Context: an optimization exercise on an open-source flow, tuned for small area and a short achievable clock period. The choices shown serve that exercise and are no tape-out recipe. In this exercise RTL edits were held to simulation tests only and were not proved equivalent to the original.

==> design/flow/design.v <==
module rs_cmul (
    input  wire [7:0] a,
    input  wire [7:0] b,
    output wire [7:0] p
);
    function automatic [3:0] m16(input [3:0] x, input [3:0] y);
        reg [6:0] t;
        integer i;
        begin
            t = 7'd0;
            for (i = 0; i < 4; i = i + 1)
                if (y[i]) t = t ^ ({3'd0, x} << i);
            m16 = t[3:0] ^ {t[6:4], 1'b0} ^ {1'b0, t[6:4]};
        end
    endfunction
    wire [3:0] hh = m16(a[7:4], b[7:4]);
    wire [3:0] ll = m16(a[3:0], b[3:0]);
    wire [3:0] mm = m16(a[7:4] ^ a[3:0], b[7:4] ^ b[3:0]);
    assign p = {mm ^ ll, ll ^ m16(hh, 4'd8)};
endmodule
module rs_cinv (
    input  wire [7:0] a,
    output wire [7:0] y
);
    function automatic [3:0] m16(input [3:0] x, input [3:0] y);
        reg [6:0] t;
        integer i;
        begin
            t = 7'd0;
            for (i = 0; i < 4; i = i + 1)
                if (y[i]) t = t ^ ({3'd0, x} << i);
            m16 = t[3:0] ^ {t[6:4], 1'b0} ^ {1'b0, t[6:4]};
        end
    endfunction
    function automatic [3:0] inv16(input [3:0] x);
        case (x)
            4'd0: inv16 = 4'd0;
            4'd1: inv16 = 4'd1;
            4'd2: inv16 = 4'd9;
            4'd3: inv16 = 4'd14;
            4'd4: inv16 = 4'd13;
            4'd5: inv16 = 4'd11;
            4'd6: inv16 = 4'd7;
            4'd7: inv16 = 4'd6;
            4'd8: inv16 = 4'd15;
            4'd9: inv16 = 4'd2;
            4'd10: inv16 = 4'd12;
            4'd11: inv16 = 4'd5;
            4'd12: inv16 = 4'd10;
            4'd13: inv16 = 4'd4;
            4'd14: inv16 = 4'd3;
            4'd15: inv16 = 4'd8;
            default: inv16 = 4'd0;
        endcase
    endfunction
    wire [3:0] a1 = a[7:4];
    wire [3:0] a0 = a[3:0];
    wire [3:0] n  = m16(m16(a1, a1), 4'd8) ^ m16(a1, a0) ^ m16(a0, a0);
    wire [3:0] ni = inv16(n);
    assign y = {m16(a1, ni), m16(a0 ^ a1, ni)};
endmodule
module rs_syndrome (
    input  wire [39:0] beat,
    input  wire        h,       
    input  wire        o,       
    output wire [31:0] t        
);
    function automatic [7:0] u1(input [39:0] a);
        begin
            u1[0] = a[2] ^ a[5] ^ a[11] ^ a[12] ^ a[13] ^ a[17] ^ a[18] ^ a[19] ^ a[23] ^ a[25] ^ a[31];
            u1[1] = a[0] ^ a[3] ^ a[6] ^ a[8] ^ a[12] ^ a[13] ^ a[14] ^ a[18] ^ a[19] ^ a[20] ^ a[26] ^ a[36];
            u1[2] = a[1] ^ a[2] ^ a[5] ^ a[7] ^ a[8] ^ a[9] ^ a[11] ^ a[12] ^ a[14] ^ a[15] ^ a[17] ^ a[18] ^ a[21] ^ a[23] ^ a[25] ^ a[27] ^ a[31] ^ a[37];
            u1[3] = a[0] ^ a[3] ^ a[4] ^ a[5] ^ a[6] ^ a[9] ^ a[10] ^ a[11] ^ a[15] ^ a[16] ^ a[17] ^ a[20] ^ a[22] ^ a[23] ^ a[25] ^ a[26] ^ a[31] ^ a[32] ^ a[38];
            u1[4] = a[0] ^ a[1] ^ a[2] ^ a[4] ^ a[6] ^ a[7] ^ a[10] ^ a[13] ^ a[19] ^ a[20] ^ a[21] ^ a[25] ^ a[26] ^ a[27] ^ a[31] ^ a[33] ^ a[39];
            u1[5] = a[1] ^ a[2] ^ a[3] ^ a[5] ^ a[7] ^ a[8] ^ a[11] ^ a[14] ^ a[16] ^ a[20] ^ a[21] ^ a[22] ^ a[26] ^ a[27] ^ a[28] ^ a[34];
            u1[6] = a[0] ^ a[2] ^ a[3] ^ a[6] ^ a[9] ^ a[15] ^ a[16] ^ a[17] ^ a[21] ^ a[22] ^ a[23] ^ a[27] ^ a[29] ^ a[35];
            u1[7] = a[1] ^ a[3] ^ a[4] ^ a[7] ^ a[10] ^ a[12] ^ a[16] ^ a[17] ^ a[18] ^ a[22] ^ a[23] ^ a[24] ^ a[30];
        end
    endfunction
    function automatic [7:0] u2(input [39:0] a);
        begin
            u2[0] = a[1] ^ a[6] ^ a[10] ^ a[11] ^ a[17] ^ a[18] ^ a[19] ^ a[20] ^ a[23] ^ a[24] ^ a[30] ^ a[31] ^ a[34];
            u2[1] = a[2] ^ a[4] ^ a[7] ^ a[11] ^ a[12] ^ a[16] ^ a[18] ^ a[19] ^ a[21] ^ a[24] ^ a[25] ^ a[31] ^ a[35];
            u2[2] = a[0] ^ a[1] ^ a[3] ^ a[4] ^ a[5] ^ a[6] ^ a[10] ^ a[11] ^ a[12] ^ a[13] ^ a[18] ^ a[20] ^ a[22] ^ a[23] ^ a[25] ^ a[26] ^ a[28] ^ a[30] ^ a[31] ^ a[34] ^ a[36];
            u2[3] = a[2] ^ a[4] ^ a[5] ^ a[7] ^ a[10] ^ a[13] ^ a[14] ^ a[16] ^ a[17] ^ a[18] ^ a[20] ^ a[21] ^ a[26] ^ a[27] ^ a[29] ^ a[30] ^ a[34] ^ a[35] ^ a[37];
            u2[4] = a[0] ^ a[1] ^ a[3] ^ a[5] ^ a[10] ^ a[14] ^ a[15] ^ a[21] ^ a[22] ^ a[23] ^ a[24] ^ a[27] ^ a[28] ^ a[34] ^ a[35] ^ a[38];
            u2[5] = a[1] ^ a[2] ^ a[6] ^ a[8] ^ a[11] ^ a[15] ^ a[16] ^ a[20] ^ a[22] ^ a[23] ^ a[25] ^ a[28] ^ a[29] ^ a[35] ^ a[39];
            u2[6] = a[2] ^ a[3] ^ a[4] ^ a[7] ^ a[8] ^ a[9] ^ a[16] ^ a[17] ^ a[21] ^ a[23] ^ a[26] ^ a[28] ^ a[29] ^ a[30] ^ a[32];
            u2[7] = a[0] ^ a[3] ^ a[5] ^ a[9] ^ a[10] ^ a[16] ^ a[17] ^ a[18] ^ a[22] ^ a[27] ^ a[29] ^ a[30] ^ a[31] ^ a[33];
        end
    endfunction
    function automatic [7:0] u3(input [39:0] a);
        begin
            u3[0] = a[1] ^ a[3] ^ a[8] ^ a[9] ^ a[10] ^ a[12] ^ a[15] ^ a[16] ^ a[19] ^ a[24] ^ a[26] ^ a[27] ^ a[31] ^ a[35];
            u3[1] = a[0] ^ a[2] ^ a[4] ^ a[9] ^ a[10] ^ a[11] ^ a[13] ^ a[16] ^ a[17] ^ a[25] ^ a[27] ^ a[28] ^ a[32];
            u3[2] = a[5] ^ a[9] ^ a[11] ^ a[12] ^ a[14] ^ a[15] ^ a[16] ^ a[17] ^ a[18] ^ a[19] ^ a[20] ^ a[24] ^ a[27] ^ a[28] ^ a[29] ^ a[31] ^ a[33] ^ a[35];
            u3[3] = a[0] ^ a[1] ^ a[3] ^ a[4] ^ a[6] ^ a[9] ^ a[13] ^ a[17] ^ a[18] ^ a[20] ^ a[21] ^ a[25] ^ a[26] ^ a[27] ^ a[29] ^ a[30] ^ a[31] ^ a[32] ^ a[34] ^ a[35] ^ a[36];
            u3[4] = a[0] ^ a[2] ^ a[3] ^ a[5] ^ a[7] ^ a[9] ^ a[12] ^ a[14] ^ a[15] ^ a[18] ^ a[21] ^ a[22] ^ a[24] ^ a[30] ^ a[32] ^ a[33] ^ a[37];
            u3[5] = a[0] ^ a[1] ^ a[3] ^ a[6] ^ a[10] ^ a[12] ^ a[13] ^ a[15] ^ a[16] ^ a[19] ^ a[22] ^ a[23] ^ a[24] ^ a[25] ^ a[28] ^ a[31] ^ a[32] ^ a[33] ^ a[34] ^ a[38];
            u3[6] = a[1] ^ a[2] ^ a[7] ^ a[8] ^ a[11] ^ a[13] ^ a[14] ^ a[17] ^ a[23] ^ a[24] ^ a[25] ^ a[26] ^ a[29] ^ a[33] ^ a[34] ^ a[35] ^ a[39];
            u3[7] = a[0] ^ a[2] ^ a[3] ^ a[8] ^ a[9] ^ a[14] ^ a[15] ^ a[18] ^ a[25] ^ a[26] ^ a[27] ^ a[30] ^ a[34] ^ a[35];
        end
    endfunction
    function automatic [7:0] so1(input [7:0] a);
        begin
            so1[0] = a[1];
            so1[1] = a[0] ^ a[2];
            so1[2] = a[0] ^ a[3];
            so1[3] = a[0] ^ a[4];
            so1[4] = a[5];
            so1[5] = a[6];
            so1[6] = a[7];
            so1[7] = a[0];
        end
    endfunction
    function automatic [7:0] tl1(input [7:0] a);
        begin
            tl1[0] = a[0] ^ a[1] ^ a[2] ^ a[3] ^ a[4] ^ a[6] ^ a[7];
            tl1[1] = a[2] ^ a[3] ^ a[6] ^ a[7];
            tl1[2] = a[2] ^ a[4] ^ a[6];
            tl1[3] = a[3] ^ a[4] ^ a[5] ^ a[6];
            tl1[4] = a[4] ^ a[7];
            tl1[5] = a[1] ^ a[3] ^ a[4];
            tl1[6] = a[2] ^ a[5] ^ a[6];
            tl1[7] = a[5];
        end
    endfunction
    function automatic [7:0] th1(input [7:0] a);
        begin
            th1[0] = a[0] ^ a[2] ^ a[3] ^ a[5] ^ a[6] ^ a[7];
            th1[1] = a[2] ^ a[3] ^ a[5] ^ a[7];
            th1[2] = a[0] ^ a[2] ^ a[5] ^ a[6] ^ a[7];
            th1[3] = a[0] ^ a[1] ^ a[2] ^ a[5] ^ a[6] ^ a[7];
            th1[4] = a[0] ^ a[3] ^ a[4] ^ a[5] ^ a[6] ^ a[7];
            th1[5] = a[0] ^ a[5] ^ a[6] ^ a[7];
            th1[6] = a[1] ^ a[2] ^ a[4] ^ a[5] ^ a[6];
            th1[7] = a[1] ^ a[5] ^ a[6] ^ a[7];
        end
    endfunction
    function automatic [7:0] so2(input [7:0] a);
        begin
            so2[0] = a[0] ^ a[2];
            so2[1] = a[0] ^ a[1] ^ a[3];
            so2[2] = a[0] ^ a[1] ^ a[4];
            so2[3] = a[1] ^ a[5];
            so2[4] = a[6];
            so2[5] = a[7];
            so2[6] = a[0];
            so2[7] = a[1];
        end
    endfunction
    function automatic [7:0] tl2(input [7:0] a);
        begin
            tl2[0] = a[0] ^ a[1] ^ a[2] ^ a[3] ^ a[4] ^ a[6] ^ a[7];
            tl2[1] = a[2] ^ a[3] ^ a[6] ^ a[7];
            tl2[2] = a[2] ^ a[4] ^ a[6];
            tl2[3] = a[3] ^ a[4] ^ a[5] ^ a[6];
            tl2[4] = a[4] ^ a[7];
            tl2[5] = a[1] ^ a[3] ^ a[4];
            tl2[6] = a[2] ^ a[5] ^ a[6];
            tl2[7] = a[5];
        end
    endfunction
    function automatic [7:0] th2(input [7:0] a);
        begin
            th2[0] = a[0] ^ a[2] ^ a[3] ^ a[5] ^ a[6] ^ a[7];
            th2[1] = a[2] ^ a[3] ^ a[5] ^ a[7];
            th2[2] = a[0] ^ a[2] ^ a[5] ^ a[6] ^ a[7];
            th2[3] = a[0] ^ a[1] ^ a[2] ^ a[5] ^ a[6] ^ a[7];
            th2[4] = a[0] ^ a[3] ^ a[4] ^ a[5] ^ a[6] ^ a[7];
            th2[5] = a[0] ^ a[5] ^ a[6] ^ a[7];
            th2[6] = a[1] ^ a[2] ^ a[4] ^ a[5] ^ a[6];
            th2[7] = a[1] ^ a[5] ^ a[6] ^ a[7];
        end
    endfunction
    function automatic [7:0] so3(input [7:0] a);
        begin
            so3[0] = a[0] ^ a[1] ^ a[3];
            so3[1] = a[1] ^ a[2] ^ a[4];
            so3[2] = a[0] ^ a[1] ^ a[2] ^ a[5];
            so3[3] = a[0] ^ a[2] ^ a[6];
            so3[4] = a[7];
            so3[5] = a[0];
            so3[6] = a[1];
            so3[7] = a[0] ^ a[2];
        end
    endfunction
    function automatic [7:0] tl3(input [7:0] a);
        begin
            tl3[0] = a[0] ^ a[1] ^ a[2] ^ a[3] ^ a[4] ^ a[6] ^ a[7];
            tl3[1] = a[2] ^ a[3] ^ a[6] ^ a[7];
            tl3[2] = a[2] ^ a[4] ^ a[6];
            tl3[3] = a[3] ^ a[4] ^ a[5] ^ a[6];
            tl3[4] = a[4] ^ a[7];
            tl3[5] = a[1] ^ a[3] ^ a[4];
            tl3[6] = a[2] ^ a[5] ^ a[6];
            tl3[7] = a[5];
        end
    endfunction
    function automatic [7:0] th3(input [7:0] a);
        begin
            th3[0] = a[0] ^ a[2] ^ a[3] ^ a[5] ^ a[6] ^ a[7];
            th3[1] = a[2] ^ a[3] ^ a[5] ^ a[7];
            th3[2] = a[0] ^ a[2] ^ a[5] ^ a[6] ^ a[7];
            th3[3] = a[0] ^ a[1] ^ a[2] ^ a[5] ^ a[6] ^ a[7];
            th3[4] = a[0] ^ a[3] ^ a[4] ^ a[5] ^ a[6] ^ a[7];
            th3[5] = a[0] ^ a[5] ^ a[6] ^ a[7];
            th3[6] = a[1] ^ a[2] ^ a[4] ^ a[5] ^ a[6];
            th3[7] = a[1] ^ a[5] ^ a[6] ^ a[7];
        end
    endfunction
    function automatic [7:0] c0l(input [3:0] a);
        begin
            c0l[0] = a[0] ^ a[1] ^ a[2] ^ a[3];
            c0l[1] = a[2] ^ a[3];
            c0l[2] = a[2];
            c0l[3] = a[3];
            c0l[4] = 1'b0;
            c0l[5] = a[1] ^ a[3];
            c0l[6] = a[2];
            c0l[7] = 1'b0;
        end
    endfunction
    function automatic [7:0] c0h(input [3:0] a);
        begin
            c0h[0] = a[0] ^ a[2] ^ a[3];
            c0h[1] = a[2] ^ a[3];
            c0h[2] = a[0] ^ a[2];
            c0h[3] = a[0] ^ a[1] ^ a[2];
            c0h[4] = a[0] ^ a[3];
            c0h[5] = a[0];
            c0h[6] = a[1] ^ a[2];
            c0h[7] = a[1];
        end
    endfunction
    wire [3:0] n0 = beat[3:0] ^ beat[7:4] ^ beat[11:8] ^ beat[15:12] ^ beat[19:16] ^
                    beat[23:20] ^ beat[27:24] ^ beat[31:28] ^ beat[35:32] ^ beat[39:36];
    assign t[7:0] = h ? c0h(n0) : c0l(n0);
    wire [7:0] u1v = u1(beat);
    wire [7:0] w1  = o ? so1(u1v) : u1v;
    assign t[15:8] = h ? th1(w1) : tl1(w1);
    wire [7:0] u2v = u2(beat);
    wire [7:0] w2  = o ? so2(u2v) : u2v;
    assign t[23:16] = h ? th2(w2) : tl2(w2);
    wire [7:0] u3v = u3(beat);
    wire [7:0] w3  = o ? so3(u3v) : u3v;
    assign t[31:24] = h ? th3(w3) : tl3(w3);
endmodule
module rs_cw_dec (
    input  wire        clk,
    input  wire        rst,        
    input  wire        in_valid,
    input  wire [1:0]  in_cw,
    input  wire [31:0] syn,        
    output reg         d_valid,    
    output reg  [1:0]  d_cw,
    output reg         d_fail,     
    output reg         d_two,      
    output reg         d_corr,     
    output reg  [9:0]  d_hit,      
    output reg         d_e1,       
    output reg  [3:0]  d_p1,
    output reg         d_e2,       
    output reg  [3:0]  d_p2,
    output reg  [7:0]  d_y1,       
    output reg  [7:0]  d_y2        
);
    function automatic [7:0] csq(input [7:0] a);
        begin
            csq[0] = a[0] ^ a[2] ^ a[6];
            csq[1] = a[2] ^ a[5] ^ a[6] ^ a[7];
            csq[2] = a[1] ^ a[3] ^ a[5];
            csq[3] = a[3] ^ a[4] ^ a[6] ^ a[7];
            csq[4] = a[4] ^ a[6];
            csq[5] = a[6];
            csq[6] = a[5] ^ a[7];
            csq[7] = a[7];
        end
    endfunction
    function automatic [7:0] mz(input [7:0] a);
        begin
            mz[0] = 1'b0;
            mz[1] = a[0] ^ a[1] ^ a[4] ^ a[6];
            mz[2] = a[0] ^ a[4];
            mz[3] = a[1] ^ a[2] ^ a[4] ^ a[5] ^ a[6];
            mz[4] = a[3] ^ a[4] ^ a[5] ^ a[6];
            mz[5] = a[4] ^ a[5];
            mz[6] = a[4];
            mz[7] = a[5] ^ a[6];
        end
    endfunction
    function automatic [7:0] fromc(input [7:0] a);
        begin
            fromc[0] = a[0] ^ a[2] ^ a[4] ^ a[5];
            fromc[1] = a[1] ^ a[4] ^ a[5] ^ a[6] ^ a[7];
            fromc[2] = a[1] ^ a[3] ^ a[4] ^ a[7];
            fromc[3] = a[1] ^ a[2] ^ a[4];
            fromc[4] = a[2] ^ a[6] ^ a[7];
            fromc[5] = a[7];
            fromc[6] = a[1] ^ a[3] ^ a[4] ^ a[6];
            fromc[7] = a[2] ^ a[4] ^ a[6] ^ a[7];
        end
    endfunction
    wire [7:0] s0 = syn[7:0];
    wire [7:0] s1 = syn[15:8];
    wire [7:0] s2 = syn[23:16];
    wire [7:0] s3 = syn[31:24];
    wire [7:0] p02, p13, pk;
    rs_cmul u_p02 (.a(s0), .b(s2), .p(p02));
    rs_cmul u_p13 (.a(s1), .b(s3), .p(p13));
    rs_cmul u_pk  (.a(s0 ^ s1), .b(s2 ^ s3), .p(pk));
    reg       v1a, v1b, v2a;
    reg [1:0] c1a, c1b, c2a;
    reg [7:0] a_det, a_aa, a_bb, a_s0, a_s1;
    reg       a_zero;
    always @(posedge clk) begin
        a_det  <= csq(s1) ^ p02;
        a_bb   <= csq(s2) ^ p13;
        a_aa   <= pk ^ p02 ^ p13;
        a_s0   <= s0;
        a_s1   <= s1;
        a_zero <= (syn == 32'h0);
        c1a    <= in_cw;
    end
    wire       two  = (a_det != 8'h00);
    wire [7:0] den  = two ? a_det : a_s0;
    wire [7:0] num1 = two ? a_aa  : a_s1;
    wire [7:0] num2 = two ? a_bb  : 8'h00;
    wire [7:0] dinv, ninv, n2d, s1d;
    rs_cinv u_id  (.a(den),  .y(dinv));
    rs_cinv u_in  (.a(num1), .y(ninv));
    rs_cmul u_n2d (.a(num2), .b(den), .p(n2d));
    rs_cmul u_s1d (.a(a_s1), .b(den), .p(s1d));
    reg [7:0] b_num1, b_dinv, b_ninv, b_n2d, b_s1d, b_s0;
    reg       b_two, b_zero, b_one_ok;
    always @(posedge clk) begin
        b_num1   <= num1;
        b_dinv   <= dinv;
        b_ninv   <= ninv;
        b_n2d    <= n2d;
        b_s1d    <= s1d;
        b_s0     <= a_s0;
        b_two    <= two;
        b_zero   <= a_zero;
        b_one_ok <= (a_s0 != 8'h00) && (a_aa == 8'h00);
        c1b      <= c1a;
    end
    wire [7:0] l1, kk, ya;
    rs_cmul u_l1 (.a(b_num1), .b(b_dinv),      .p(l1));
    rs_cmul u_kk (.a(b_n2d),  .b(csq(b_ninv)), .p(kk));
    rs_cmul u_ya (.a(b_s1d),  .b(b_ninv),      .p(ya));
    reg [7:0] c_l1, c_z, c_ya, c_s0;
    reg       c_tr0, c_two, c_zero, c_one_ok;
    always @(posedge clk) begin
        c_l1     <= l1;
        c_z      <= mz(kk);
        c_ya     <= ya;
        c_s0     <= b_s0;
        c_tr0    <= !(kk[7]);
        c_two    <= b_two;
        c_zero   <= b_zero;
        c_one_ok <= b_one_ok;
        c2a      <= c1b;
    end
    wire [7:0] x1, s0z;
    rs_cmul u_x1  (.a(c_l1), .b(c_z), .p(x1));
    rs_cmul u_s0z (.a(c_s0), .b(c_z), .p(s0z));
    wire [7:0] x2 = x1 ^ c_l1;
    wire [7:0] y2 = c_ya ^ s0z;
    wire [19:0] m1, m2;
    assign m1[0] = (x1 == 8'h78);
    assign m1[1] = (x1 == 8'ha5);
    assign m1[2] = (x1 == 8'h05);
    assign m1[3] = (x1 == 8'h23);
    assign m1[4] = (x1 == 8'hae);
    assign m1[5] = (x1 == 8'h1d);
    assign m1[6] = (x1 == 8'h74);
    assign m1[7] = (x1 == 8'h31);
    assign m1[8] = (x1 == 8'hbf);
    assign m1[9] = (x1 == 8'hfd);
    assign m1[10] = (x1 == 8'hff);
    assign m1[11] = (x1 == 8'h50);
    assign m1[12] = (x1 == 8'h13);
    assign m1[13] = (x1 == 8'h4f);
    assign m1[14] = (x1 == 8'hc8);
    assign m1[15] = (x1 == 8'h3d);
    assign m1[16] = (x1 == 8'h2b);
    assign m1[17] = (x1 == 8'h47);
    assign m1[18] = (x1 == 8'h21);
    assign m1[19] = (x1 == 8'h01);
    assign m2[0] = (x2 == 8'h78);
    assign m2[1] = (x2 == 8'ha5);
    assign m2[2] = (x2 == 8'h05);
    assign m2[3] = (x2 == 8'h23);
    assign m2[4] = (x2 == 8'hae);
    assign m2[5] = (x2 == 8'h1d);
    assign m2[6] = (x2 == 8'h74);
    assign m2[7] = (x2 == 8'h31);
    assign m2[8] = (x2 == 8'hbf);
    assign m2[9] = (x2 == 8'hfd);
    assign m2[10] = (x2 == 8'hff);
    assign m2[11] = (x2 == 8'h50);
    assign m2[12] = (x2 == 8'h13);
    assign m2[13] = (x2 == 8'h4f);
    assign m2[14] = (x2 == 8'hc8);
    assign m2[15] = (x2 == 8'h3d);
    assign m2[16] = (x2 == 8'h2b);
    assign m2[17] = (x2 == 8'h47);
    assign m2[18] = (x2 == 8'h21);
    assign m2[19] = (x2 == 8'h01);
    reg [3:0] p1, p2;
    reg [9:0] hit;
    integer i;
    always @* begin
        p1 = 4'd0;
        p2 = 4'd0;
        for (i = 0; i < 16; i = i + 1) begin
            if (m1[i]) p1 = p1 | i[3:0];
            if (m2[i]) p2 = p2 | i[3:0];
        end
        for (i = 0; i < 10; i = i + 1)
            hit[i] = m1[2*i] | m1[2*i+1] | m2[2*i] | m2[2*i+1];
    end
    always @(posedge clk) begin
        d_fail <= !c_zero && (c_two ? !(c_tr0 && (|m1) && (|m2)) : !(c_one_ok && (|m2)));
        d_two  <= c_two;
        d_corr <= !c_zero;
        d_hit  <= hit;
        d_e1   <= |m1[15:0];
        d_p1   <= p1;
        d_e2   <= |m2[15:0];
        d_p2   <= p2;
        d_y2   <= fromc(y2);
        d_y1   <= fromc(y2 ^ c_s0);
        d_cw   <= c2a;
    end
    always @(posedge clk) begin
        if (rst) begin
            v1a     <= 1'b0;
            v1b     <= 1'b0;
            v2a     <= 1'b0;
            d_valid <= 1'b0;
        end else begin
            v1a     <= in_valid;
            v1b     <= v1a;
            v2a     <= v1b;
            d_valid <= v2a;
        end
    end
endmodule
module rs_burst_dec (
    input  wire         clk,
    input  wire         rst,
    input  wire         in_valid,
    input  wire [39:0]  in_beat,
    output reg          out_valid,
    output wire [511:0] out_data,
    output reg          out_ue,
    output reg  [2:0]   out_ce_count,
    output reg  [3:0]   out_dev
);
    reg         r_rst;         
    reg  [39:0] p0;
    reg         v0;
    reg  [3:0]  bc;            
    reg  [31:0] p1;
    reg         v1;
    reg  [31:0] p2;
    reg         v2;
    reg  [31:0] p3;
    reg         v3;
    reg  [31:0] p4;
    reg         v4;
    reg  [31:0] p5;
    reg         v5;
    reg  [511:0] sr;           
    wire [511:0] fix;          
    always @(posedge clk) begin
        r_rst <= rst;
        p0    <= in_beat;
        v0    <= in_valid;
        if (r_rst)
            bc <= 4'd0;
        else if (v0)
            bc <= bc + 4'd1;
        p1 <= p0[31:0];
        v1 <= v0;
        p2 <= p1;
        v2 <= v1;
        p3 <= p2;
        v3 <= v2;
        p4 <= p3;
        v4 <= v3;
        p5 <= p4;
        v5 <= v4;
    end
    always @(posedge clk) begin
        if (v5)
            sr <= {sr[479:0], p5} ^ fix;
    end
    wire [31:0] t;
    rs_syndrome u_syn (.beat(p0), .h(bc[0]), .o(bc[3]), .t(t));
    reg [31:0] q0, q1, q2, q3;
    reg [31:0] s_syn;
    reg        s_valid;
    reg [1:0]  s_cw;
    wire       shift = bc[3] ? bc[0] : ~bc[0];
    always @(posedge clk) begin
        if (v0 && !bc[3])
            q0 <= bc[0] ? (q0 ^ t) : t;
        if (v0 && shift) begin
            q1 <= q0;
            q2 <= q1;
        end
        if (v0 && (shift || bc[3]))
            q3 <= (bc[3] && !bc[0]) ? (q3 ^ t) : q2;
        s_syn <= q3 ^ t;
        s_cw  <= bc[2:1];
        if (r_rst)
            s_valid <= 1'b0;
        else
            s_valid <= v0 && bc[3] && bc[0];
    end
    wire        d_valid, d_fail, d_two, d_corr, d_e1, d_e2;
    wire [1:0]  d_cw;
    wire [9:0]  d_hit;
    wire [3:0]  d_p1, d_p2;
    wire [7:0]  d_y1, d_y2;
    rs_cw_dec u_dec (
        .clk(clk), .rst(r_rst), .in_valid(s_valid), .in_cw(s_cw), .syn(s_syn),
        .d_valid(d_valid), .d_cw(d_cw), .d_fail(d_fail), .d_two(d_two),
        .d_corr(d_corr), .d_hit(d_hit), .d_e1(d_e1), .d_p1(d_p1),
        .d_e2(d_e2), .d_p2(d_p2), .d_y1(d_y1), .d_y2(d_y2)
    );
    reg [3:0] k_p1 [0:2];
    reg [3:0] k_p2 [0:2];
    reg [7:0] k_y1 [0:2];
    reg [7:0] k_y2 [0:2];
    reg [2:0] k_e1, k_e2;
    reg        a_fail, a_two;
    reg [9:0]  a_hit;
    reg [2:0]  a_n;
    wire       first  = (d_cw == 2'd0);
    wire       f_fail = d_fail | (!first & a_fail);
    wire       f_two  = d_two  | (!first & a_two);
    wire [9:0] f_hit  = d_hit  | (first ? 10'h0 : a_hit);
    wire [2:0] f_n    = (first ? 3'd0 : a_n) + {2'd0, d_corr};
    integer i;
    always @(posedge clk) begin
        if (d_valid) begin
            for (i = 0; i < 3; i = i + 1)
                if (d_cw == i) begin
                    k_p1[i] <= d_p1;
                    k_p2[i] <= d_p2;
                    k_y1[i] <= d_y1;
                    k_y2[i] <= d_y2;
                    k_e1[i] <= d_e1;
                    k_e2[i] <= d_e2;
                end
            a_fail <= f_fail;
            a_two  <= f_two;
            a_hit  <= f_hit;
            a_n    <= f_n;
        end
    end
    reg  [3:0] f_dev;
    reg        f_many;     
    reg        f_any;
    always @* begin
        f_dev  = 4'hF;
        f_many = 1'b0;
        f_any  = 1'b0;
        for (i = 0; i < 10; i = i + 1) begin
            if (f_hit[i]) begin
                f_many = f_many | f_any;
                f_any  = 1'b1;
                f_dev  = i[3:0];
            end
        end
    end
    wire f_ue  = f_fail | (f_two & f_many);
    wire last  = d_valid && (d_cw == 2'd3);
    wire apply = last && !f_ue;
    always @(posedge clk) begin
        out_ue       <= f_ue;
        out_ce_count <= f_ue ? 3'd0 : f_n;
        out_dev      <= (!f_ue && f_any && !f_many) ? f_dev : 4'hF;
        out_valid    <= last && !rst && !r_rst;
    end
    wire [3:0] w_p1 [0:3];
    wire [3:0] w_p2 [0:3];
    wire [7:0] w_y1 [0:3];
    wire [7:0] w_y2 [0:3];
    wire [3:0] w_e1, w_e2;
    genvar gc;
    generate
        for (gc = 0; gc < 3; gc = gc + 1) begin : g_k
            assign w_p1[gc] = k_p1[gc];
            assign w_p2[gc] = k_p2[gc];
            assign w_y1[gc] = k_y1[gc];
            assign w_y2[gc] = k_y2[gc];
        end
    endgenerate
    assign w_p1[3] = d_p1;
    assign w_p2[3] = d_p2;
    assign w_y1[3] = d_y1;
    assign w_y2[3] = d_y2;
    assign w_e1 = {d_e1, k_e1};
    assign w_e2 = {d_e2, k_e2};
    genvar gk, gd, gb;
    generate
        for (gk = 0; gk < 16; gk = gk + 1) begin : g_beat
            for (gd = 0; gd < 8; gd = gd + 1) begin : g_dev
                localparam integer J  = gk / 2;
                localparam integer H  = gk % 2;
                localparam integer CW = J % 4;
                localparam integer P  = 2 * gd + J / 4;
                wire h1 = apply && w_e1[CW] && (w_p1[CW] == P);
                wire h2 = apply && w_e2[CW] && (w_p2[CW] == P);
                for (gb = 0; gb < 4; gb = gb + 1) begin : g_bit
                    assign fix[32 * (15 - gk) + 4 * gd + gb] =
                        (h1 & w_y1[CW][4 * H + gb]) | (h2 & w_y2[CW][4 * H + gb]);
                    assign out_data[8 * (16 * CW + P) + 4 * H + gb] =
                        sr[32 * (15 - gk) + 4 * gd + gb];
                end
            end
        end
    endgenerate
endmodule
==> design/flow/run.sh <==
#!/bin/bash
# synth_recipe.tcl (not shown) runs the flow's synth.tcl, then flattens the netlist and writes it again
# the make line also repeats each setting of config.mk as NAME=value (left out here)
make -C /OpenROAD-flow-scripts/flow DESIGN_CONFIG=/design/flow/config.mk WORK_HOME=/design/flow/orfs CLKGATE_MAP_FILE= SYNTH_SCRIPT=/design/flow/synth_recipe.tcl finish
==> design/flow/config.mk <==
export PLATFORM = sky130hd
export DESIGN_NAME = rs_burst_dec
export DESIGN_NICKNAME = rs_burst_dec
export VERILOG_FILES = /design/flow/design.v
export SDC_FILE = /design/flow/constraint.sdc
export NUM_CORES = 4
export LEC_CHECK = 0
export CAP_MARGIN = 20
export CORE_MARGIN = 2
export CORE_UTILIZATION = 50
export PLACE_DENSITY = 0.6
export SLEW_MARGIN = 20
==> design/flow/constraint.sdc <==
create_clock -name core_clock -period 25.0 [get_ports {clk}]
set_input_delay 5.0000 -clock core_clock [delete_from_list [all_inputs] [get_ports {clk}]]
set_output_delay 5.0000 -clock core_clock [all_outputs]
set_load 0.01 [all_outputs]
==> results of run 1 <==
-- cells by family (layout without fill, tap and decap cells) --
logic type                 count (synthesis)  after routing  share of synthesized area
adders and majority gates                 23             23                    0.00466
buffers and inverters                    382            948                     0.0251
AOI/OAI and AO/OA                        806            806                     0.0973
muxes                                     93             93                     0.0168
and+or+nand+nor                         1102           1102                     0.0922
other                                      0              1                          0
DFF                                     1166           1166                      0.505
xor gates and xnor gates                1639           1639                      0.259
-- cells in the final DEF (no fill, tap or decap), drive strengths merged, types with 24 or more instances in the layout --
cell type and count:
nand3 46, nor3 70, xnor2 1285, nand2 428, buf 94, mux2i 42
clkdlybuf4s50 563, nand2b 29, clkinv 43, mux2 51, a22oi 530, nor2 295
edfxtp 733, nor4 79, xor2 265, a21oi 60, clkbuf 166, dfxtp 433
o21ai 69, xnor3 75, inv 65, nor2b 24
-- worst max-delay path by stage --
stage | cells after the start | endpoint | startpoint
2_1_floorplan | 0 | sr[0]$_DFFE_PP_ | v5$_DFF_P_
3_3_place_gp | 1 | out_data[105] | sr[249]$_DFFE_PP_
3_5_place_dp | 1 | out_data[105] | sr[249]$_DFFE_PP_
4_1_cts | 1 | out_data[105] | sr[249]$_DFFE_PP_
5_1_grt | 1 | out_data[105] | sr[249]$_DFFE_PP_
6_report | 1 | out_data[469] | sr[277]$_DFFE_PP_
-- layer usage --
metal / global-route usage / vias to the layer above / part of all wire
met5: 0 / - / 0.00013
met2: 0.550 / 2164 / 0.49
met3: 0.0631 / 466 / 0.082
li1: - / 19244 / -
met1: 0.399 / 20847 / 0.38
met4: 0.149 / 4 / 0.051
-- through the flow --
stage,std cells,hold slack [ns]
finish,7390,0.306
floorplan,5211,0.310
global placement,7153,0.310
global route,7389,0.321
detailed placement,7155,0.312
CTS,7386,0.321
-- layout make-up --
| class | instances | share of cell area |
|---|---|---|
| clock inverters | 66 | 0.00998 |
| flip-flops and latches | 1166 | 0.424 |
| well taps | 1612 | 0.0279 |
| repair buffers | 658 | 0.0885 |
| clock buffers | 165 | 0.0488 |
| diodes | 1 | 0.0000346 |
| inverters | 59 | 0.00306 |
| multi-input cells | 3663 | 0.398 |
==> results.toml, run 1 <==
[placement]
io_buffers = 563
gp_congestion = 0.965
dpl.hpwl_um = 158000
postPlaceCellArea_mm2 = 0.0680
dp_worst_setup_slack_ns = 18.71

[yosys]
synth_most_common_cell = "xnor2_1"
synth_warnings = 9
seq_area_frac_synth = 0.505
synth.net_count = 5275
ys_top_cells_by_area = "edfxtp_1 36%, xnor2_1 18%, dfxtp_1 14%"
async_flop_share = 0
synth_flop_cell = "edfxtp_1"
yosysTopAreaCellShare = 0.363
synth_common_cells = "1278 x xnor2_1, 733 x edfxtp_1, 530 x a22oi_1"
synth_edf_count = 733
yosys.area.top_type = "edfxtp_1"
synth_area_mm2 = 0.0607
ys_ff_latch = 1166
yosys.cell_types.count = 101
syn_inst = 5211
avgSynthCellArea_um2 = 11.7

[finish]
syn_to_final_growth_pct = 19.2
fill_cells = 10003
reg_top3 = "sr (512), p0 (40)"
largest_reg_flops = 512
drive_gt1_frac = 0.0911
multi_input_comb_area_mm2 = 0.0288
final_cell_area_mm2 = 0.0723
nNetsFinal = 5733
seq_area_mm2 = 0.0307
post-route-util = 0.602
top_register = "sr"

[global_route]
grt_pass1_wl_um = 295000
grt_usage = 0.324
grt_overflow = 0
antenna_found_initial = 4
first_global_vias = 40771
grt_max_degree = 195

[routing]
drt_iter0_drc = 4627
firstDrtPassIters = 8
viasPerCell = 5.78
wl_um = 207000
ant_nets = 0
drt_drc_violations_left = 0
wl_per_cell_um = 28.0
num_vias = 42725

[setup_path]
r2r_slack_ns = 19.39
worstPathCellList = "clkdlybuf4s50_1"
reg2reg_depth = 15
crit_type = "reg2out"
r2r_end = "u_dec.b_ninv[7]$_DFF_P_"
cp.arrival_ns = 2.09
required_ns = 20.00
critPathMaxFanout = 2
worstReg2RegStart = "u_dec.a_det[2]$_DFF_P_"
cp-start-kind = "register"
cpPeakStageDelay_ns = 0.67
cp_num_buf_inv = 1
cpMaxStageDelayCell = "edfxtp_1"
cp_top_family = "flip-flops"
endpoint_kind = "primary output"

[clocking]
cts_setup_buffers = 0
clock-sinks = 1166
hold_buffers = 0
path_clk_slew_ns = 0.06
numCtsBuffers = 121
clock_path_buffers = 3
cts_root_buf = "clkbuf_16"
tritoncts = "yes"
insertion_delay_ns = 0.77
cts_resized = 0
htreeDepth = 3

[floorplan]
die_area_mm2 = 0.124
io-pin-count = 564
coreArea_mm2 = 0.120
die_y_um = 352
rows = 127
initial_core_util = 0.505
dieWidth_um = 352

[hold_path]
hold_path_class = "reg2reg"
min_to = "u_dec.c1a[1]$_DFF_P_"
holdCritStartpoint = "s_cw[1]$_DFF_P_"
min_path_cells = 0

[timing]
fin_ws_ns = 17.91
hold_viol = 0
tightest_slew_ns = 1.24
tns_ns = 0
skew_ns = 0.0568
fmax_ghz = 0.141
grt_setup_unrepaired = "no"
drv_slew = 0
slew_headroom = 0.165
setup_viol = 0
finalCritPeriodShare = 0.284
post-route-min-period_ns = 7.09

[flow_run]
maxCapViolCount = 0

[status]
status = "timing/DRC/antenna clean"
==> run 2, diff against run 1 <==
--- a/design/flow/design.v
+++ b/design/flow/design.v
@@ -307,3 +307,3 @@
     wire [7:0] s3 = syn[31:24];
-    wire [7:0] p02, p13, pk;
+    wire [7:0] p02, p13, pk, bdet;
     rs_cmul u_p02 (.a(s0), .b(s2), .p(p02));
@@ -311,60 +311,49 @@
     rs_cmul u_pk  (.a(s0 ^ s1), .b(s2 ^ s3), .p(pk));
-    reg       v1a, v1b, v2a;
-    reg [1:0] c1a, c1b, c2a;
-    reg [7:0] a_det, a_aa, a_bb, a_s0, a_s1;
-    reg       a_zero;
-    always @(posedge clk) begin
-        a_det  <= csq(s1) ^ p02;
-        a_bb   <= csq(s2) ^ p13;
-        a_aa   <= pk ^ p02 ^ p13;
-        a_s0   <= s0;
-        a_s1   <= s1;
-        a_zero <= (syn == 32'h0);
-        c1a    <= in_cw;
-    end
-    wire       two  = (a_det != 8'h00);
-    wire [7:0] den  = two ? a_det : a_s0;
-    wire [7:0] num1 = two ? a_aa  : a_s1;
-    wire [7:0] num2 = two ? a_bb  : 8'h00;
-    wire [7:0] dinv, ninv, n2d, s1d;
-    rs_cinv u_id  (.a(den),  .y(dinv));
-    rs_cinv u_in  (.a(num1), .y(ninv));
-    rs_cmul u_n2d (.a(num2), .b(den), .p(n2d));
-    rs_cmul u_s1d (.a(a_s1), .b(den), .p(s1d));
-    reg [7:0] b_num1, b_dinv, b_ninv, b_n2d, b_s1d, b_s0;
+    wire [7:0] det = csq(s1) ^ p02;
+    wire [7:0] bb  = csq(s2) ^ p13;
+    wire [7:0] aa  = pk ^ p02 ^ p13;
+    rs_cmul u_bd  (.a(bb), .b(det), .p(bdet));
+    wire       two = (det != 8'h00);
+    reg       v1, v2;
+    reg [1:0] c1, c2;
+    reg [7:0] a_den, a_num1, a_n2d, a_s0, a_s1;
+    reg       a_two, a_zero, a_one_ok;
+    always @(posedge clk) begin
+        a_den    <= two ? det  : s0;
+        a_num1   <= two ? aa   : s1;
+        a_n2d    <= two ? bdet : 8'h00;
+        a_s0     <= s0;
+        a_s1     <= s1;
+        a_two    <= two;
+        a_zero   <= (syn == 32'h0);
+        a_one_ok <= (s0 != 8'h00) && (aa == 8'h00);
+        c1       <= in_cw;
+    end
+    wire [7:0] dinv, ninv, l1, kk, il1;
+    rs_cinv u_id (.a(a_den),  .y(dinv));
+    rs_cinv u_in (.a(a_num1), .y(ninv));
+    rs_cmul u_l1 (.a(a_num1), .b(dinv),      .p(l1));
+    rs_cmul u_kk (.a(a_n2d),  .b(csq(ninv)), .p(kk));
+    rs_cmul u_il (.a(a_den),  .b(ninv),      .p(il1));
+    reg [7:0] b_l1, b_kk, b_il1, b_s0, b_s1;
     reg       b_two, b_zero, b_one_ok;
     always @(posedge clk) begin
-        b_num1   <= num1;
-        b_dinv   <= dinv;
-        b_ninv   <= ninv;
-        b_n2d    <= n2d;
-        b_s1d    <= s1d;
+        b_l1     <= l1;
+        b_kk     <= kk;
+        b_il1    <= il1;
         b_s0     <= a_s0;
-        b_two    <= two;
+        b_s1     <= a_s1;
+        b_two    <= a_two;
         b_zero   <= a_zero;
-        b_one_ok <= (a_s0 != 8'h00) && (a_aa == 8'h00);
-        c1b      <= c1a;
+        b_one_ok <= a_one_ok;
+        c2       <= c1;
     end
-    wire [7:0] l1, kk, ya;
-    rs_cmul u_l1 (.a(b_num1), .b(b_dinv),      .p(l1));
-    rs_cmul u_kk (.a(b_n2d),  .b(csq(b_ninv)), .p(kk));
-    rs_cmul u_ya (.a(b_s1d),  .b(b_ninv),      .p(ya));
-    reg [7:0] c_l1, c_z, c_ya, c_s0;
-    reg       c_tr0, c_two, c_zero, c_one_ok;
-    always @(posedge clk) begin
-        c_l1     <= l1;
-        c_z      <= mz(kk);
-        c_ya     <= ya;
-        c_s0     <= b_s0;
-        c_tr0    <= !(kk[7]);
-        c_two    <= b_two;
-        c_zero   <= b_zero;
-        c_one_ok <= b_one_ok;
-        c2a      <= c1b;
-    end
-    wire [7:0] x1, s0z;
-    rs_cmul u_x1  (.a(c_l1), .b(c_z), .p(x1));
-    rs_cmul u_s0z (.a(c_s0), .b(c_z), .p(s0z));
-    wire [7:0] x2 = x1 ^ c_l1;
-    wire [7:0] y2 = c_ya ^ s0z;
+    wire [7:0] z = mz(b_kk);
+    wire       tr0 = !(b_kk[7]);
+    wire [7:0] x1, s0z, ya;
+    rs_cmul u_x1  (.a(b_l1), .b(z), .p(x1));
+    rs_cmul u_s0z (.a(b_s0), .b(z), .p(s0z));
+    rs_cmul u_ya  (.a(b_s1), .b(b_il1), .p(ya));
+    wire [7:0] x2 = x1 ^ b_l1;
+    wire [7:0] y2 = ya ^ s0z;
     wire [19:0] m1, m2;
@@ -424,5 +413,5 @@
     always @(posedge clk) begin
-        d_fail <= !c_zero && (c_two ? !(c_tr0 && (|m1) && (|m2)) : !(c_one_ok && (|m2)));
-        d_two  <= c_two;
-        d_corr <= !c_zero;
+        d_fail <= !b_zero && (b_two ? !(tr0 && (|m1) && (|m2)) : !(b_one_ok && (|m2)));
+        d_two  <= b_two;
+        d_corr <= !b_zero;
         d_hit  <= hit;
@@ -433,4 +422,4 @@
         d_y2   <= fromc(y2);
-        d_y1   <= fromc(y2 ^ c_s0);
-        d_cw   <= c2a;
+        d_y1   <= fromc(y2 ^ b_s0);
+        d_cw   <= c2;
     end
@@ -438,11 +427,9 @@
         if (rst) begin
-            v1a     <= 1'b0;
-            v1b     <= 1'b0;
-            v2a     <= 1'b0;
+            v1      <= 1'b0;
+            v2      <= 1'b0;
             d_valid <= 1'b0;
         end else begin
-            v1a     <= in_valid;
-            v1b     <= v1a;
-            v2a     <= v1b;
-            d_valid <= v2a;
+            v1      <= in_valid;
+            v2      <= v1;
+            d_valid <= v2;
         end
@@ -473,4 +460,2 @@
     reg         v4;
-    reg  [31:0] p5;
-    reg         v5;
     reg  [511:0] sr;           
@@ -493,8 +478,6 @@
         v4 <= v3;
-        p5 <= p4;
-        v5 <= v4;
     end
     always @(posedge clk) begin
-        if (v5)
-            sr <= {sr[479:0], p5} ^ fix;
+        if (v4)
+            sr <= {sr[479:0], p4} ^ fix;
     end
==> design/flow/flow/run.sh (new file) <==
#!/bin/bash
# Layout: the standard flow (standard.sh, unchanged synthesis and steps),
# with every input and output port buffered by a sky130_fd_sc_hd__buf_1
# instead of the default delay-buffer cell.  Runs in the standard flow's work folder.
set -euo pipefail
export BUFFER_PORTS_ARGS="-buffer_cell sky130_fd_sc_hd__buf_1"
bash standard.sh > standard.log 2>&1
==> design/flow/standard.sh (new file) <==
#!/bin/bash
# synth_recipe.tcl (not shown) runs the flow's synth.tcl, then flattens the netlist and writes it again
# the make line also repeats each setting of config.mk as NAME=value (left out here)
make -C /OpenROAD-flow-scripts/flow DESIGN_CONFIG=/design/flow/config.mk WORK_HOME=/design/flow/orfs CLKGATE_MAP_FILE= SYNTH_SCRIPT=/design/flow/synth_recipe.tcl "${@:-finish}"
--- a/design/flow/config.mk
+++ b/design/flow/config.mk
@@ -9,4 +9,7 @@
 export CORE_MARGIN = 2
-export CORE_UTILIZATION = 50
-export PLACE_DENSITY = 0.6
+export CORE_UTILIZATION = 55
+export CTS_BUF_LIST = sky130_fd_sc_hd__clkbuf_16
+export CTS_CLUSTER_DIAMETER = 60
+export CTS_CLUSTER_SIZE = 20
+export PLACE_DENSITY = 0.65
 export SLEW_MARGIN = 20
removed: design/flow/run.sh
==> run 2 against run 1 <==
Compared with the run above:
- final cell count fell by 4.6%
- critical path depth did not move
- synthesized area fell by 4.2%
- synthesized cell count fell by 1.1%
- hold slack got worse by 0.026 ns
- sequential share of layout area rose by 2.8 points
- core utilization rose by 1.1 points
- maximum frequency rose by 6.1%
- die area fell by 13%
- flip-flop and latch count fell by 77
- largest cell class unchanged
==> results.toml, run 2 <==
[setup_path]
r2r_end = "u_dec.b_kk[1]$_DFF_P_"
crit_type = "reg2out"
r2r_slack_ns = 18.60
cp-start-kind = "register"
worstPathCellList = "buf_1"
critPathMaxFanout = 2
cp_num_cells = 1
crit_start = "sr[248]$_DFFE_PP_"
cpMaxStageDelayCell = "edfxtp_1"
worstReg2RegStart = "u_dec.a_num1[6]$_DFF_P_"
cp_top_family = "flip-flops"
endpoint_kind = "primary output"
crit_end = "out_data[104]"
cp_num_buf_inv = 1
required_ns = 20.00
reg2reg_depth = 18
cp.arrival_ns = 1.69
cpPeakStageDelay_ns = 0.77

[timing]
skew_ns = 0.0494
hold_viol = 0
post-route-min-period_ns = 6.69
grt_setup_unrepaired = "no"
slew_headroom = 0.177
fmax_ghz = 0.150
tightest_slew_ns = 1.23
finalCritPeriodShare = 0.267
setup_viol = 0
drv_slew = 0
tns_ns = 0

[clocking]
cts_setup_buffers = 0
cts_root_buf = "clkbuf_16"
insertion_delay_ns = 0.70
hold_buffers = 0
path_clk_slew_ns = 0.09
htreeDepth = 3
clock_path_buffers = 3
cts_resized = 0
clock-sinks = 1089
tritoncts = "yes"
numCtsBuffers = 89

[yosys]
synth_common_cells = "1327 x xnor2_1, 733 x edfxtp_1, 527 x a22oi_1"
ys_top_cells_by_area = "edfxtp_1 38%, xnor2_1 20%, dfxtp_1 12%"
yosys.cell_types.count = 88
syn_inst = 5154
seq_area_frac_synth = 0.501
synth_area_mm2 = 0.0581
synth_edf_count = 733
ys_ff_latch = 1089
synth_flop_cell = "edfxtp_1"
avgSynthCellArea_um2 = 11.3
yosys.area.top_type = "edfxtp_1"
yosysTopAreaCellShare = 0.379
async_flop_share = 0
synth.net_count = 5217
synth_most_common_cell = "xnor2_1"
synth_warnings = 9

[global_route]
grt_usage = 0.359
grt_use_met3 = 0.0782
met2_usage = 0.558
antenna_found_initial = 8
first_global_vias = 39334
grt_overflow = 0
grt_pass1_wl_um = 283000
gr-usage-met1 = 0.470
grt_max_degree = 183
busiest_layer = "met2"

[routing]
num_vias = 42901
ant_nets = 0
wl_per_cell_um = 28.5
wl_um = 201000
drt_iter0_drc = 5616
firstDrtPassIters = 9
viasPerCell = 6.09
drt_drc_violations_left = 0

[floorplan]
dieWidth_um = 329
rows = 119
io-pin-count = 564
die_y_um = 329
coreArea_mm2 = 0.105
initial_core_util = 0.553
die_area_mm2 = 0.108

[finish]
nNetsFinal = 5646
top_register = "sr"
post-route-util = 0.613
layout_common_cells = "1327 x xnor2_1, 733 x edfxtp_1, 563 x buf_1"
largest_reg_flops = 512
syn_to_final_growth_pct = 10.9
drive_gt1_frac = 0.0601
reg_top3 = "sr (512), p0 (40)"
mostFrequentLayoutCell = "xnor2_1"

[placement]
io_buffers = 563
gp_congestion = 0.998
dpl.hpwl_um = 152000

[hold_path]
hold_path_class = "reg2reg"

[flow_run]
maxCapViolCount = 0

[status]
status = "timing/DRC/antenna clean"
run 2: worst min path at each step:
stage                         startpoint        endpoint  slack, ns  depth (start not counted)
after floorplan            p1[0]$_DFF_P_   p2[0]$_DFF_P_       0.31                          0
after global placement    p3[11]$_DFF_P_  p4[11]$_DFF_P_       0.31                          0
after detailed placement   p1[1]$_DFF_P_   p2[1]$_DFF_P_       0.31                          0
after CTS                  p2[5]$_DFF_P_   p3[5]$_DFF_P_       0.29                          0
after global routing       p1[4]$_DFF_P_   p2[4]$_DFF_P_       0.30                          0
final                      p2[5]$_DFF_P_   p3[5]$_DFF_P_       0.28                          0
run 2: routing by layer:
metal | part of all wire | vias to the layer above
li1 | - | 18904
met1 | 0.38 | 20853
met2 | 0.45 | 2591
met3 | 0.11 | 543
met4 | 0.066 | 10
met5 | 0.00032 | -
run 2: cells by family after synthesis:
kind of cell    synth area share
compound gates             0.104
xor+xnor                   0.263
fa+ha+maj                0.00448
buf+inv                   0.0217
flops                      0.501
mux                       0.0210
simple gates              0.0840
run 2: final cells by class:
class / count / area [µm²]
Antenna cell: 1 / 2.50
Clock buffer: 91 / 2280
Clock inverter: 74 / 790
Fill cell: 8729 / 40600
Inverter: 50 / 188
Multi-Input combinational cell: 3737 / 27800
Sequential cell: 1089 / 29100
Tap cell: 1391 / 1740
Timing Repair Buffer: 616 / 2540
run 2: metrics by stage:
| stage | hold slack [ns] | setup WS, ns | instances | area, µm² |
|---|---|---|---|---|
| floorplan | 0.310 | 12.57 | 5154 | 58100 |
| global placement | 0.310 | 18.71 | 6883 | 61400 |
| detailed placement | 0.312 | 18.65 | 6883 | 61400 |
| CTS | 0.293 | 18.31 | 7048 | 64500 |
| global route | 0.302 | 18.14 | 7048 | 64500 |
| finish | 0.280 | 18.31 | 7049 | 64500 |
==> run 3, diff against run 2 <==
==> design/flow/flow/run.sh (replaced) <==
#!/bin/bash
# Layout: the standard flow (standard.sh: unchanged synthesis and steps)
# with two changes: every input and output port is buffered by a
# sky130_fd_sc_hd__buf_1 instead of the default delay-buffer cell, and the
# pin placer keeps the 16 output pins fed by one chain of the burst shift
# register (one device bit over the 16 beats) together.  Runs in the standard flow's
# work folder.
set -euo pipefail
export BUFFER_PORTS_ARGS="-buffer_cell sky130_fd_sc_hd__buf_1"
export PLACE_PINS_ARGS="-group_pins {out_data[396] out_data[392] out_data[268] out_data[264] out_data[140] out_data[136] out_data[12] out_data[8] out_data[388] out_data[384] out_data[260] out_data[256] out_data[132] out_data[128] out_data[4] out_data[0]} -group_pins {out_data[397] out_data[393] out_data[269] out_data[265] out_data[141] out_data[137] out_data[13] out_data[9] out_data[389] out_data[385] out_data[261] out_data[257] out_data[133] out_data[129] out_data[5] out_data[1]} -group_pins {out_data[398] out_data[394] out_data[270] out_data[266] out_data[142] out_data[138] out_data[14] out_data[10] out_data[390] out_data[386] out_data[262] out_data[258] out_data[134] out_data[130] out_data[6] out_data[2]} -group_pins {out_data[399] out_data[395] out_data[271] out_data[267] out_data[143] out_data[139] out_data[15] out_data[11] out_data[391] out_data[387] out_data[263] out_data[259] out_data[135] out_data[131] out_data[7] out_data[3]} -group_pins {out_data[412] out_data[408] out_data[284] out_data[280] out_data[156] out_data[152] out_data[28] out_data[24] out_data[404] out_data[400] out_data[276] out_data[272] out_data[148] out_data[144] out_data[20] out_data[16]} -group_pins {out_data[413] out_data[409] out_data[285] out_data[281] out_data[157] out_data[153] out_data[29] out_data[25] out_data[405] out_data[401] out_data[277] out_data[273] out_data[149] out_data[145] out_data[21] out_data[17]} -group_pins {out_data[414] out_data[410] out_data[286] out_data[282] out_data[158] out_data[154] out_data[30] out_data[26] out_data[406] out_data[402] out_data[278] out_data[274] out_data[150] out_data[146] out_data[22] out_data[18]} -group_pins {out_data[415] out_data[411] out_data[287] out_data[283] out_data[159] out_data[155] out_data[31] out_data[27] out_data[407] out_data[403] out_data[279] out_data[275] out_data[151] out_data[147] out_data[23] out_data[19]} -group_pins {out_data[428] out_data[424] out_data[300] out_data[296] out_data[172] out_data[168] out_data[44] out_data[40] out_data[420] out_data[416] out_data[292] out_data[288] out_data[164] out_data[160] out_data[36] out_data[32]} -group_pins {out_data[429] out_data[425] out_data[301] out_data[297] out_data[173] out_data[169] out_data[45] out_data[41] out_data[421] out_data[417] out_data[293] out_data[289] out_data[165] out_data[161] out_data[37] out_data[33]} -group_pins {out_data[430] out_data[426] out_data[302] out_data[298] out_data[174] out_data[170] out_data[46] out_data[42] out_data[422] out_data[418] out_data[294] out_data[290] out_data[166] out_data[162] out_data[38] out_data[34]} -group_pins {out_data[431] out_data[427] out_data[303] out_data[299] out_data[175] out_data[171] out_data[47] out_data[43] out_data[423] out_data[419] out_data[295] out_data[291] out_data[167] out_data[163] out_data[39] out_data[35]} -group_pins {out_data[444] out_data[440] out_data[316] out_data[312] out_data[188] out_data[184] out_data[60] out_data[56] out_data[436] out_data[432] out_data[308] out_data[304] out_data[180] out_data[176] out_data[52] out_data[48]} -group_pins {out_data[445] out_data[441] out_data[317] out_data[313] out_data[189] out_data[185] out_data[61] out_data[57] out_data[437] out_data[433] out_data[309] out_data[305] out_data[181] out_data[177] out_data[53] out_data[49]} -group_pins {out_data[446] out_data[442] out_data[318] out_data[314] out_data[190] out_data[186] out_data[62] out_data[58] out_data[438] out_data[434] out_data[310] out_data[306] out_data[182] out_data[178] out_data[54] out_data[50]} -group_pins {out_data[447] out_data[443] out_data[319] out_data[315] out_data[191] out_data[187] out_data[63] out_data[59] out_data[439] out_data[435] out_data[311] out_data[307] out_data[183] out_data[179] out_data[55] out_data[51]} -group_pins {out_data[460] out_data[456] out_data[332] out_data[328] out_data[204] out_data[200] out_data[76] out_data[72] out_data[452] out_data[448] out_data[324] out_data[320] out_data[196] out_data[192] out_data[68] out_data[64]} -group_pins {out_data[461] out_data[457] out_data[333] out_data[329] out_data[205] out_data[201] out_data[77] out_data[73] out_data[453] out_data[449] out_data[325] out_data[321] out_data[197] out_data[193] out_data[69] out_data[65]} -group_pins {out_data[462] out_data[458] out_data[334] out_data[330] out_data[206] out_data[202] out_data[78] out_data[74] out_data[454] out_data[450] out_data[326] out_data[322] out_data[198] out_data[194] out_data[70] out_data[66]} -group_pins {out_data[463] out_data[459] out_data[335] out_data[331] out_data[207] out_data[203] out_data[79] out_data[75] out_data[455] out_data[451] out_data[327] out_data[323] out_data[199] out_data[195] out_data[71] out_data[67]} -group_pins {out_data[476] out_data[472] out_data[348] out_data[344] out_data[220] out_data[216] out_data[92] out_data[88] out_data[468] out_data[464] out_data[340] out_data[336] out_data[212] out_data[208] out_data[84] out_data[80]} -group_pins {out_data[477] out_data[473] out_data[349] out_data[345] out_data[221] out_data[217] out_data[93] out_data[89] out_data[469] out_data[465] out_data[341] out_data[337] out_data[213] out_data[209] out_data[85] out_data[81]} -group_pins {out_data[478] out_data[474] out_data[350] out_data[346] out_data[222] out_data[218] out_data[94] out_data[90] out_data[470] out_data[466] out_data[342] out_data[338] out_data[214] out_data[210] out_data[86] out_data[82]} -group_pins {out_data[479] out_data[475] out_data[351] out_data[347] out_data[223] out_data[219] out_data[95] out_data[91] out_data[471] out_data[467] out_data[343] out_data[339] out_data[215] out_data[211] out_data[87] out_data[83]} -group_pins {out_data[492] out_data[488] out_data[364] out_data[360] out_data[236] out_data[232] out_data[108] out_data[104] out_data[484] out_data[480] out_data[356] out_data[352] out_data[228] out_data[224] out_data[100] out_data[96]} -group_pins {out_data[493] out_data[489] out_data[365] out_data[361] out_data[237] out_data[233] out_data[109] out_data[105] out_data[485] out_data[481] out_data[357] out_data[353] out_data[229] out_data[225] out_data[101] out_data[97]} -group_pins {out_data[494] out_data[490] out_data[366] out_data[362] out_data[238] out_data[234] out_data[110] out_data[106] out_data[486] out_data[482] out_data[358] out_data[354] out_data[230] out_data[226] out_data[102] out_data[98]} -group_pins {out_data[495] out_data[491] out_data[367] out_data[363] out_data[239] out_data[235] out_data[111] out_data[107] out_data[487] out_data[483] out_data[359] out_data[355] out_data[231] out_data[227] out_data[103] out_data[99]} -group_pins {out_data[508] out_data[504] out_data[380] out_data[376] out_data[252] out_data[248] out_data[124] out_data[120] out_data[500] out_data[496] out_data[372] out_data[368] out_data[244] out_data[240] out_data[116] out_data[112]} -group_pins {out_data[509] out_data[505] out_data[381] out_data[377] out_data[253] out_data[249] out_data[125] out_data[121] out_data[501] out_data[497] out_data[373] out_data[369] out_data[245] out_data[241] out_data[117] out_data[113]} -group_pins {out_data[510] out_data[506] out_data[382] out_data[378] out_data[254] out_data[250] out_data[126] out_data[122] out_data[502] out_data[498] out_data[374] out_data[370] out_data[246] out_data[242] out_data[118] out_data[114]} -group_pins {out_data[511] out_data[507] out_data[383] out_data[379] out_data[255] out_data[251] out_data[127] out_data[123] out_data[503] out_data[499] out_data[375] out_data[371] out_data[247] out_data[243] out_data[119] out_data[115]}"
bash standard.sh > standard.log 2>&1
==> run 3 against run 2 <==
Compared with the run above:
- still clean on timing, DRC and antenna
- worst setup slack lost 0.33 ns
- clock skew decreased by 0.019 ns
- final cell count up 0.47%
- sequential share of layout area decreased by 0.25 points
- design area up 0.55%
- largest cell class unchanged
==> results.toml, run 3 <==
[status]
status = "timing/DRC/antenna clean"

[setup_path]
crit_type = "reg2reg"
required_ns = 25.57
cp.arrival_ns = 7.59
endpoint_kind = "register"
critPathMaxFanout = 22
crit_start = "u_dec.a_num1[6]$_DFF_P_"
worstReg2RegStart = "u_dec.a_num1[6]$_DFF_P_"
cp-start-kind = "register"

[global_route]
first_global_vias = 40316
grt_pass1_wl_um = 287000
grt_overflow = 0
grt_usage = 0.369
grt_max_degree = 85
antenna_found_initial = 4

[yosys]
synth_area_mm2 = 0.0581
async_flop_share = 0
synth_common_cells = "1327 x xnor2_1, 733 x edfxtp_1, 527 x a22oi_1"
yosysTopAreaCellShare = 0.379
ys_top_cells_by_area = "edfxtp_1 38%, xnor2_1 20%, dfxtp_1 12%"
synth_most_common_cell = "xnor2_1"
yosys.area.top_type = "edfxtp_1"
synth_flop_cell = "edfxtp_1"
syn_inst = 5154
avgSynthCellArea_um2 = 11.3
synth.net_count = 5217
seq_area_frac_synth = 0.501
synth_warnings = 9
ys_ff_latch = 1089
yosys.cell_types.count = 88
synth_edf_count = 733

[routing]
firstDrtPassIters = 6
drt_iter0_drc = 5573
wl_um = 207000
drt_drc_violations_left = 0
viasPerCell = 6.13
num_vias = 43398
ant_nets = 0
wl_per_cell_um = 29.2

[clocking]
cts_root_buf = "clkbuf_16"
clock-sinks = 1089
path_clk_slew_ns = 0.08
numCtsBuffers = 88
clock_path_buffers = 3
insertion_delay_ns = 0.70
htreeDepth = 3
hold_buffers = 0
cts_setup_buffers = 0
cts_resized = 0
tritoncts = "yes"

[finish]
drive_gt1_frac = 0.0684
nNetsFinal = 5678
top_register = "sr"
layout_common_cells = "1326 x xnor2_1, 733 x edfxtp_1, 563 x buf_1"
reg_top3 = "sr (512), p0 (40)"
mostFrequentLayoutCell = "xnor2_1"
syn_to_final_growth_pct = 11.5
largest_reg_flops = 512
final_cell_area_mm2 = 0.0648

[floorplan]
initial_core_util = 0.553
io-pin-count = 564
rows = 119
coreArea_mm2 = 0.105
die_y_um = 329
die_area_mm2 = 0.108
dieWidth_um = 329

[timing]
setup_viol = 0
finalCritPeriodShare = 0.281
post-route-min-period_ns = 7.02
drv_slew = 0
whs_ns = 0.321
skew_ns = 0.0306
fin_ws_ns = 17.98
tns_ns = 0
hold_viol = 0
slew_headroom = 0.116
fmax_ghz = 0.142
tightest_slew_ns = 1.32
grt_setup_unrepaired = "no"

[placement]
dpl.hpwl_um = 154000
dp_worst_setup_slack_ns = 18.03
postPlaceCellArea_mm2 = 0.0617
io_buffers = 563
gp_congestion = 1.09

[hold_path]
holdCritStartpoint = "p3[30]$_DFF_P_"
hold_path_class = "reg2reg"

[flow_run]
maxCapViolCount = 0
==> run 3: cell counts after synthesis <==
Identical to the previous run, type by type.
==> run 3: layout make-up <==
| class | count | area (µm²) |
|---|---|---|
| timing repair buffer | 649 | 2770 |
| inverter | 50 | 188 |
| tap | 1391 | 1740 |
| multi-input combinational | 3737 | 27900 |
| sequential | 1089 | 29100 |
| antenna | 2 | 5.00 |
| clock buffer | 92 | 2300 |
| clock inverter | 72 | 788 |
| fill | 8688 | 40300 |
==> run 3: critical path: stages, from the launching register on <==
cell      delay [ns]
dfxtp_1         0.80
or2_1           0.23
xor3_1          0.51
xnor2_1         0.57
inv_1           0.16
ha_1            0.36
xnor3_1         0.39
nor2_1          0.08
a21oi_1         0.31
nor2_1          0.15
a221oi_4        0.35
xor2_2          0.75
xnor3_2         0.67
xor2_2          0.21
nand2_1         0.10
xor3_2          0.44
xnor3_1         0.40
xor3_1          0.39
==> run 3: cell families after synthesis <==
family                     Yosys count  share of synthesized area
buffers and inverters              328                     0.0217
adders and majority gates           21                    0.00448
AOI/OAI and AO/OA                  851                      0.104
and+or+nand+nor                   1102                     0.0840
muxes                              113                     0.0210
xor gates and xnor gates          1650                      0.263
DFF                               1089                      0.501
==> run 3: path summary, 6_finish.rpt <==
check	to	slack (ns)	depth (start not counted)
setup / recovery	u_dec.b_kk[1]$_DFF_P_	17.98	17
hold / removal	p4[30]$_DFF_P_	0.32	0
hold reg to reg	p4[30]$_DFF_P_	0.32	0
setup reg to reg	u_dec.b_kk[1]$_DFF_P_	17.98	17
==> run 3: routing by layer <==
| metal | wire (µm) | track usage |
|---|---|---|
| met1 | 74700 | 0.454 |
| met2 | 94700 | 0.589 |
| met3 | 21700 | 0.0827 |
| met4 | 15700 | 0.230 |
| met5 | 115 | 0.00609 |
==> run 3: per-stage QoR <==
| step | utilization | instances |
|---|---|---|
| 2_1_floorplan | - | 5154 |
| 3_3_place_gp | 0.586 | 6912 |
| 3_5_place_dp | 0.587 | 6915 |
| 4_1_cts | 0.616 | 7079 |
| 5_1_grt | 0.617 | 7080 |
| 6_report | 0.617 | 7082 |

what the ideal ports hide:
How much do the figures lean on ideal ports? The routed layouts below were timed once more, with nothing changed but the port constraints.
Step 1: set_driving_cell puts a clkbuf_16 on clk and a buf_2 on each other input, an assumption about the parent block.
Step 2 times the ports against the registers' clock, not the clock port: input delays grow and output delays shrink by t, the midpoint of the rising clock arrivals with the driver on.
a / b / c = no drivers / after step 1 / after step 2; a / b = the first two.
run | t, ns | slack for setup (ns) | cell pins on the clock port's net
run 1 | 0.820 | 17.907 / 17.829 / 18.649 | 1
run 2 | 0.753 | 18.313 / 18.240 / 18.597 | 1
run 3 | 0.759 | 17.981 / 17.981 / 17.981 | 1
After both steps setup and hold are still met in every run listed.
